What follows belongs to an exercise in optimizing a design on an open flow for small area, a short achievable clock period and few clock cycles per item; a production flow would make more cautious choices.
Only simulation tests tie the RTL to the original design; equivalence was not proved.
No activity file was given, so power comes from the tool's default toggle rates.

**flow/config.mk**
```make
export PLATFORM = sky130hd
export DESIGN_NAME = apg_addr
export DESIGN_NICKNAME = apg_addr
export VERILOG_FILES = /design/flow/design.v
export SDC_FILE = /design/flow/constraint.sdc
export NUM_CORES = 8
export LEC_CHECK = 0
export CAP_MARGIN = 20
export CORE_MARGIN = 2
export CORE_UTILIZATION = 40
export SLEW_MARGIN = 20
```
**flow/constraint.sdc**
```tcl
create_clock -name core_clock -period 150.0 [get_ports {clk}]
set_input_delay 30.0000 -clock core_clock [delete_from_list [all_inputs] [get_ports {clk}]]
set_output_delay 30.0000 -clock core_clock [all_outputs]
set_load 0.01 [all_outputs]
```
**flow/design.v**
```verilog
module apg_step (
    input  wire [31:0] c,
    input  wire [32:0] d,        
    input  wire        wrap,
    input  wire [31:0] mn,
    input  wire [31:0] mx,
    output reg  [31:0] c_out,
    output reg         cy_up,
    output reg         cy_dn,
    output reg         range_err
);
    wire in_range = (mn <= mx) && (mn <= c) && (c <= mx);
    wire signed [34:0] n_w = {2'b00, mx} - {2'b00, mn} + 35'sd1;        
    wire signed [34:0] t_w = {3'b000, c} - {3'b000, mn} + {{2{d[32]}}, d};
    wire signed [34:0] rem = t_w % n_w;                                   
    wire signed [34:0] r_w = (rem < 0) ? rem + n_w : rem;                 
    wire signed [34:0] s_p = {3'b000, c} + {{2{d[32]}}, d};
    always @(*) begin
        if (wrap && in_range) begin
            c_out     = mn + r_w[31:0];
            cy_up     = (t_w >= n_w);
            cy_dn     = (t_w < 0);
            range_err = 1'b0;
        end else begin
            c_out     = s_p[31:0];
            cy_up     = (s_p > 35'sh0_FFFF_FFFF);
            cy_dn     = (s_p < 0);
            range_err = wrap;
        end
    end
endmodule
module apg_carry_step (
    input  wire [31:0] c,
    input  wire        dn,       
    input  wire        wrap,
    input  wire [31:0] mn,
    input  wire [31:0] mx,
    output reg  [31:0] c_out,
    output reg         range_err
);
    wire in_range = (mn <= mx) && (mn <= c) && (c <= mx);
    always @(*) begin
        if (wrap && in_range) begin
            if (dn)
                c_out = (c == mn) ? mx : c - 32'd1;
            else
                c_out = (c == mx) ? mn : c + 32'd1;
            range_err = 1'b0;
        end else begin
            c_out     = dn ? c - 32'd1 : c + 32'd1;
            range_err = wrap;
        end
    end
endmodule
module apg_unit (
    input  wire [23:0] op,
    input  wire [31:0] c,
    input  wire [31:0] b,
    input  wire [31:0] i,
    input  wire [31:0] mn,
    input  wire [31:0] mx,
    input  wire [31:0] other_c,
    output reg  [31:0] c_next,
    output reg  [31:0] b_next,
    output reg  [31:0] i_next,
    output wire        cy_up,       
    output wire        cy_dn,
    output wire        range_err,
    output wire        illegal      
);
    localparam [3:0] OP_HOLD = 4'h0, OP_INC  = 4'h1, OP_DEC  = 4'h2,
                     OP_ADD  = 4'h3, OP_SUB  = 4'h4, OP_LOAD = 4'h5,
                     OP_SWAP = 4'h6, OP_XOR  = 4'h7, OP_LDI  = 4'h8,
                     OP_ADDI = 4'h9, OP_SAVE = 4'hA;
    wire [3:0]  code = op[23:20];
    wire [1:0]  src  = op[19:18];
    wire        wrap = op[17];
    wire        cry  = op[16];
    wire [15:0] imm  = op[15:0];
    reg [31:0] opnd;
    always @(*) begin
        case (src)
            2'b00:   opnd = {{16{imm[15]}}, imm};
            2'b01:   opnd = i;
            2'b10:   opnd = b;
            default: opnd = other_c;
        endcase
    end
    wire is_step = (code == OP_INC) || (code == OP_DEC) ||
                   (code == OP_ADD) || (code == OP_SUB);
    reg [32:0] d;
    always @(*) begin
        case (code)
            OP_INC:  d = 33'd1;
            OP_DEC:  d = {33{1'b1}};
            OP_ADD:  d = {opnd[31], opnd};
            OP_SUB:  d = -{opnd[31], opnd};
            default: d = 33'd0;
        endcase
    end
    wire [31:0] step_c;
    wire        step_up, step_dn, step_err;
    apg_step u_step (
        .c(c), .d(d), .wrap(wrap), .mn(mn), .mx(mx),
        .c_out(step_c), .cy_up(step_up), .cy_dn(step_dn), .range_err(step_err)
    );
    always @(*) begin
        c_next = c;
        b_next = b;
        i_next = i;
        case (code)
            OP_INC, OP_DEC, OP_ADD, OP_SUB: c_next = step_c;
            OP_LOAD: c_next = opnd;
            OP_SWAP: c_next = other_c;
            OP_XOR:  c_next = c ^ opnd;
            OP_LDI:  i_next = opnd;
            OP_ADDI: i_next = i + opnd;
            OP_SAVE: b_next = c;
            default: ;
        endcase
    end
    assign cy_up     = is_step && cry && step_up;
    assign cy_dn     = is_step && cry && step_dn;
    assign range_err = is_step && step_err;
    wire no_operand = (code == OP_HOLD) || (code == OP_INC) || (code == OP_DEC) ||
                      (code == OP_SWAP) || (code == OP_SAVE);
    assign illegal = (code > OP_SAVE) || (no_operand && (src != 2'b00 || imm != 16'h0000));
endmodule
module apg_addr (
    input  wire        clk,
    input  wire        rst,
    input  wire        cmd_valid,
    output wire        cmd_ready,
    input  wire [1:0]  cmd_type,
    input  wire [47:0] cmd_data,
    output reg         res_valid,
    output reg         res_fault,
    output wire [1:0]  res_stat,
    output wire [31:0] res_xc,
    output wire [31:0] res_yc,
    output wire [31:0] res_xb,
    output wire [31:0] res_yb,
    output wire [31:0] res_xi,
    output wire [31:0] res_yi
);
    localparam [1:0] CMD_VECTOR = 2'd0, CMD_WRITE = 2'd1,
                     CMD_START  = 2'd2, CMD_NOP   = 2'd3;
    localparam [7:0] A_STAT = 8'h04,
                     A_XC = 8'h10, A_XB = 8'h14, A_XMIN = 8'h18, A_XMAX = 8'h1C, A_XI = 8'h20,
                     A_YC = 8'h30, A_YB = 8'h34, A_YMIN = 8'h38, A_YMAX = 8'h3C, A_YI = 8'h40;
    reg [31:0] xc, xb, xmin, xmax, xi;
    reg [31:0] yc, yb, ymin, ymax, yi;
    reg        xrange, yrange;
    assign cmd_ready = 1'b1;
    wire accept = cmd_valid && cmd_ready;
    wire [23:0] xop = cmd_data[47:24];
    wire [23:0] yop = cmd_data[23:0];
    wire [31:0] x_c1, x_b1, x_i1, y_c1, y_b1, y_i1;
    wire        x_up, x_dn, x_err, x_ill;
    wire        y_up, y_dn, y_err, y_ill;
    apg_unit u_x (
        .op(xop), .c(xc), .b(xb), .i(xi), .mn(xmin), .mx(xmax), .other_c(yc),
        .c_next(x_c1), .b_next(x_b1), .i_next(x_i1),
        .cy_up(x_up), .cy_dn(x_dn), .range_err(x_err), .illegal(x_ill)
    );
    apg_unit u_y (
        .op(yop), .c(yc), .b(yb), .i(yi), .mn(ymin), .mx(ymax), .other_c(xc),
        .c_next(y_c1), .b_next(y_b1), .i_next(y_i1),
        .cy_up(y_up), .cy_dn(y_dn), .range_err(y_err), .illegal(y_ill)
    );
    wire [31:0] x_c2, y_c2;
    wire        x_err2, y_err2;
    apg_carry_step u_xc (
        .c(x_c1), .dn(y_dn), .wrap(xop[17]), .mn(xmin), .mx(xmax),
        .c_out(x_c2), .range_err(x_err2)
    );
    apg_carry_step u_yc (
        .c(y_c1), .dn(x_dn), .wrap(yop[17]), .mn(ymin), .mx(ymax),
        .c_out(y_c2), .range_err(y_err2)
    );
    wire x_carry_in = y_up || y_dn;
    wire y_carry_in = x_up || x_dn;
    wire vec_fault = x_ill || y_ill || (xop[16] && yop[16]);
    wire [7:0]  waddr = cmd_data[39:32];
    wire [31:0] wdata = cmd_data[31:0];
    always @(posedge clk) begin
        if (rst) begin
            xc <= 32'h0; xb <= 32'h0; xmin <= 32'h0; xmax <= 32'hFFFF_FFFF; xi <= 32'h0;
            yc <= 32'h0; yb <= 32'h0; ymin <= 32'h0; ymax <= 32'hFFFF_FFFF; yi <= 32'h0;
            xrange <= 1'b0;
            yrange <= 1'b0;
            res_valid <= 1'b0;
            res_fault <= 1'b0;
        end else begin
            res_valid <= accept;
            if (accept) begin
                res_fault <= 1'b0;
                case (cmd_type)
                    CMD_VECTOR: begin
                        if (vec_fault) begin
                            res_fault <= 1'b1;
                        end else begin
                            xc <= x_carry_in ? x_c2 : x_c1;
                            yc <= y_carry_in ? y_c2 : y_c1;
                            xb <= x_b1;
                            yb <= y_b1;
                            xi <= x_i1;
                            yi <= y_i1;
                            if (x_err || (x_carry_in && x_err2)) xrange <= 1'b1;
                            if (y_err || (y_carry_in && y_err2)) yrange <= 1'b1;
                        end
                    end
                    CMD_WRITE: begin
                        case (waddr)
                            A_STAT: begin
                                if (wdata[0]) xrange <= 1'b0;
                                if (wdata[1]) yrange <= 1'b0;
                            end
                            A_XC:   xc   <= wdata;
                            A_XB:   xb   <= wdata;
                            A_XMIN: xmin <= wdata;
                            A_XMAX: xmax <= wdata;
                            A_XI:   xi   <= wdata;
                            A_YC:   yc   <= wdata;
                            A_YB:   yb   <= wdata;
                            A_YMIN: ymin <= wdata;
                            A_YMAX: ymax <= wdata;
                            A_YI:   yi   <= wdata;
                            default: ;
                        endcase
                    end
                    CMD_START: begin
                        xc <= xb;
                        yc <= yb;
                    end
                    default: ;
                endcase
            end
        end
    end
    assign res_stat = {yrange, xrange};
    assign res_xc = xc;
    assign res_yc = yc;
    assign res_xb = xb;
    assign res_yb = yb;
    assign res_xi = xi;
    assign res_yi = yi;
endmodule
```
**flow/run.sh**
```bash
#!/bin/bash
# synth_recipe.tcl (not shown) runs the flow's synth.tcl, then flattens the netlist and writes it again
# the make line also repeats each setting of config.mk as NAME=value (left out here)
make -C /OpenROAD-flow-scripts/flow DESIGN_CONFIG=/design/flow/config.mk WORK_HOME=/design/flow/orfs CLKGATE_MAP_FILE= SYNTH_SCRIPT=/design/flow/synth_recipe.tcl finish
```
==> results.py <==
metrics = {
    "hold_path": {
        "hold-path-cell-count": 2,
        "min_to": "xmin[5]$_SDFFE_PP0P_",
        "hp-class": "reg -> reg",
        "min_from": "xmin[5]$_SDFFE_PP0P_",
    },
    "global_route": {
        "grt_pass1_vias": 162000,
        "grt_usage_pct": 43.8,
        "grt_max_degree": 148,
        "grt-ovfl-total": 0,
        "grt_pass1_wl_mm": 1110,
        "antenna_found_initial": 65,
    },
    "sta": {
        "fmax_mhz": 6.92,
        "fin_crit_sh_pct": 96.3,
        "hold_viol_final": 0,
        "hold_slack_ps": 460,
        "drv_slew": 0,
        "setup_viol": 0,
        "fin_ws_ps": 5550,
        "worst_slew_pin_slew_ps": 1290,
        "slew_headroom_pct": 13.9,
        "fin_crit_ps": 144450,
        "skew_ps": 39.6,
    },
    "setup_path": {
        "cp_common_cell": "buf_4",
        "path_buf_inv": 94,
        "r2r-start": "ymin[4]$_SDFFE_PP0P_",
        "crit_path_end": "yc[22]$_SDFFE_PP0P_",
        "cp-startpoint": "cmd_data[10]",
        "worstSetupEndpointType": "flip-flop",
        "crit_cells": 611,
        "required_ps": 150580,
        "critPathKind": "in -> reg",
        "critical_path.slowest_cell": "or4_1",
        "regToRegSetupSlack_ps": 32750,
        "reg2reg_depth": 603,
        "cpLargestDelayFamily": "compound AO/OA/AOI/OAI gates",
        "cpPeakStageDelay_ps": 770,
        "start_kind": "primary input",
        "r2r-end": "yc[22]$_SDFFE_PP0P_",
        "arrival_ps": 145030,
        "critPathMaxFanout": 29,
    },
    "detailed_routing": {
        "routed_wl_mm": 786,
        "first_pass_iters": 9,
        "drt.antenna.violating_nets": 0,
        "via_count": 177000,
        "drt_iter0_drc": 21000,
        "via_per_inst": 6.35,
        "drt-wirelength-per-cell_um": 28.3,
        "drc": 0,
    },
    "power": {
        "seq_power_share_pct": 0.2,
        "p_switching_mw": 38.1,
        "clockPowerShare_pct": 0.2,
        "switching_share_pct": 58.1,
        "powerSeq_mw": 0.108,
        "power_frac_comb_pct": 99.7,
        "power_leader": "combinational logic",
        "powerDensity_mw_per_mm2": 379,
        "internal_power_mw": 27.4,
        "power_leakage_nw": 77.9,
        "p_clk_mw": 0.117,
        "pg_comb_mw": 65.2,
        "p_total_mw": 65.5,
        "ir_drop_uv": 532,
    },
    "final_layout": {
        "drive_gt1_share_pct": 21.3,
        "final_common_cell": "buf_4",
        "syn2layout_area_growth_pct": 28.7,
        "fin_nets": 25400,
        "most-common-layout-cells": "buf_4 (3734), nor2_1 (2134), nand2_1 (2115)",
        "nFillCells": 34000,
        "fin_util_pct": 51.8,
    },
    "die": {
        "rows": 212,
        "die_w_um": 583,
        "initial_utilization_pct": 40.2,
        "io_pins": 250,
        "coreArea_mm2": 0.334,
        "die_area_mm2": 0.340,
        "die_h_um": 583,
    },
    "cts": {
        "cts_tree": "yes",
        "clock_latency_ps": 640,
        "cts_buffers": 42,
        "cts_sinks": 324,
        "root_buffer": "clkbuf_16",
        "postCtsHoldBufs": 0,
        "cts_buffer_depth": 3,
        "htreeDepth": 2,
        "clk_pin_slew_worst_paths_ps": 70,
    },
    "placed_design": {
        "gp_congestion": 1.12,
        "io_buffers": 248,
        "hpwl_mm": 642,
        "dp_slack_ps": -6370,
    },
    "yosys": {
        "synth_area_mm2": 0.134,
        "yosysTopAreaCell": "ha_1",
        "syn_area_per_cell_um2": 6.68,
        "synth_flop_cell": "dfxtp_1",
        "netlist_top_cells_area": "ha_1 (18%), a21oi_1 (6.8%), xnor2_1 (6.4%)",
        "synthCells": 20100,
        "async_reset_ff_share_pct": 0,
        "synth_cell_types": 118,
        "synth_warnings": 4,
        "yosysTopAreaCellShare_pct": 18.3,
        "ys_ff_latch": 324,
        "synth_edf_count": 0,
        "synth-seq-area-share_pct": 4.83,
    },
    "outcome": {
        "run_status": "no timing/DRC/antenna violations",
    },
    "job": {
        "cap_violations": 0,
    },
}
==> per-stage QoR <==
stage                     TNS (ps)  instances  area, µm²
final                            0      27800     173000
after global placement     -177990      27600     168000
after CTS                        0      27700     170000
after global routing        -20530      27800     173000
after floorplan                  0      20100     134000
after detailed placement   -216150      27600     168000
==> cells in the mapped netlist, drive strengths merged (172+ instances only) <==
cell / number
nor2: 2193
nand2: 2135
ha: 1966
a21oi: 1818
o21ai: 1361
xnor2: 984
inv: 872
nor3: 791
clkbuf: 721
a21o: 525
xor2: 505
nand3: 494
o21a: 457
dfxtp: 324
nor2b: 321
nand2b: 310
nand4: 278
a31oi: 275
a211oi: 272
o211ai: 255
or3: 208
nor4: 194
or2: 189
mux2i: 172
==> cell type report <==
| cell class | instances | area, µm² | area share [%] |
|---|---|---|---|
| Sequential cell | 324 | 6490 | 3.75 |
| Multi-Input combinational cell | 18100 | 125000 | 72.2 |
| Clock inverter | 25 | 364 | 0.211 |
| Antenna cell | 45 | 113 | 0.0652 |
| Inverter | 882 | 3310 | 1.92 |
| Tap cell | 4387 | 5490 | 3.18 |
| Clock buffer | 53 | 1140 | 0.661 |
| Timing Repair Buffer | 4026 | 31200 | 18.1 |
==> routing by layer <==
| layer | track usage (%) | vias to the layer above | routed length (µm) |
|---|---|---|---|
| li1 | - | 80800 | - |
| met1 | 53.7 | 82700 | 305000 |
| met2 | 66.5 | 10200 | 326000 |
| met3 | 11.6 | 2761 | 86800 |
| met4 | 29.9 | 63 | 67000 |
| met5 | 0.780 | - | 870 |
==> flip-flops by register name, summed over array words and instances (netlist names) <==
register and count:
xmax 32, yc 32, yb 32, res_valid 1, xmin 32, xi 32
xb 32, yi 32, ymin 32, xrange 1, ymax 32, yrange 1
xc 32, res_fault 1
==> cells by family (layout without fill, tap and decap cells) <==
group	Yosys count	in the layout	synth area share, %
AO/OA/AOI/OAI	6522	6522	31.5
XOR/XNOR	1491	1491	9.77
adder cells (fa/ha/maj)	1992	1992	18.6
buffers and inverters	1734	4986	4.90
flip-flops	324	324	4.83
multiplexers	332	332	3.16
other	2	54	0.00559
AND/OR/NAND/NOR	7701	7704	27.2
==> what timing repair did <==
action,in CTS,in global routing
gates resized for setup,96,629
setup buffers,3,83
hold endpoints to repair,0,0
gates cloned,0,4
pin swaps,5,152
endpoints found under the setup margin,66,66
Testbench counts, summed over its fixed seeds: cycles 32,008, items 32,000.

-- port drivers added, routing unchanged --
The results above use ideal ports. As a check the final layout listed here was re-extracted and re-timed, cells and wires unchanged.
Step 1 sets driving cells, clkbuf_16 on the clock port and buf_2 on the other inputs (assumed; they add their load-dependent delay and slew).
Step 2 times the ports against the registers' clock, not the clock port: input delays grow and output delays shrink by t, the midpoint of the rising clock arrivals with the driver on.
a / b / c = ideal / step 1 / step 2; a / b = the first two.
t (ns): 0.695
slack for setup (ns): 5.549 / 5.562 / 4.867
worst data-port slew with drivers (ns): 0.10
cell pins on the clock port's net: 1
After both steps setup and hold are still met in this run. The setup slack of this run moves by +0.013 ns with the drivers and by -0.682 ns with both steps.
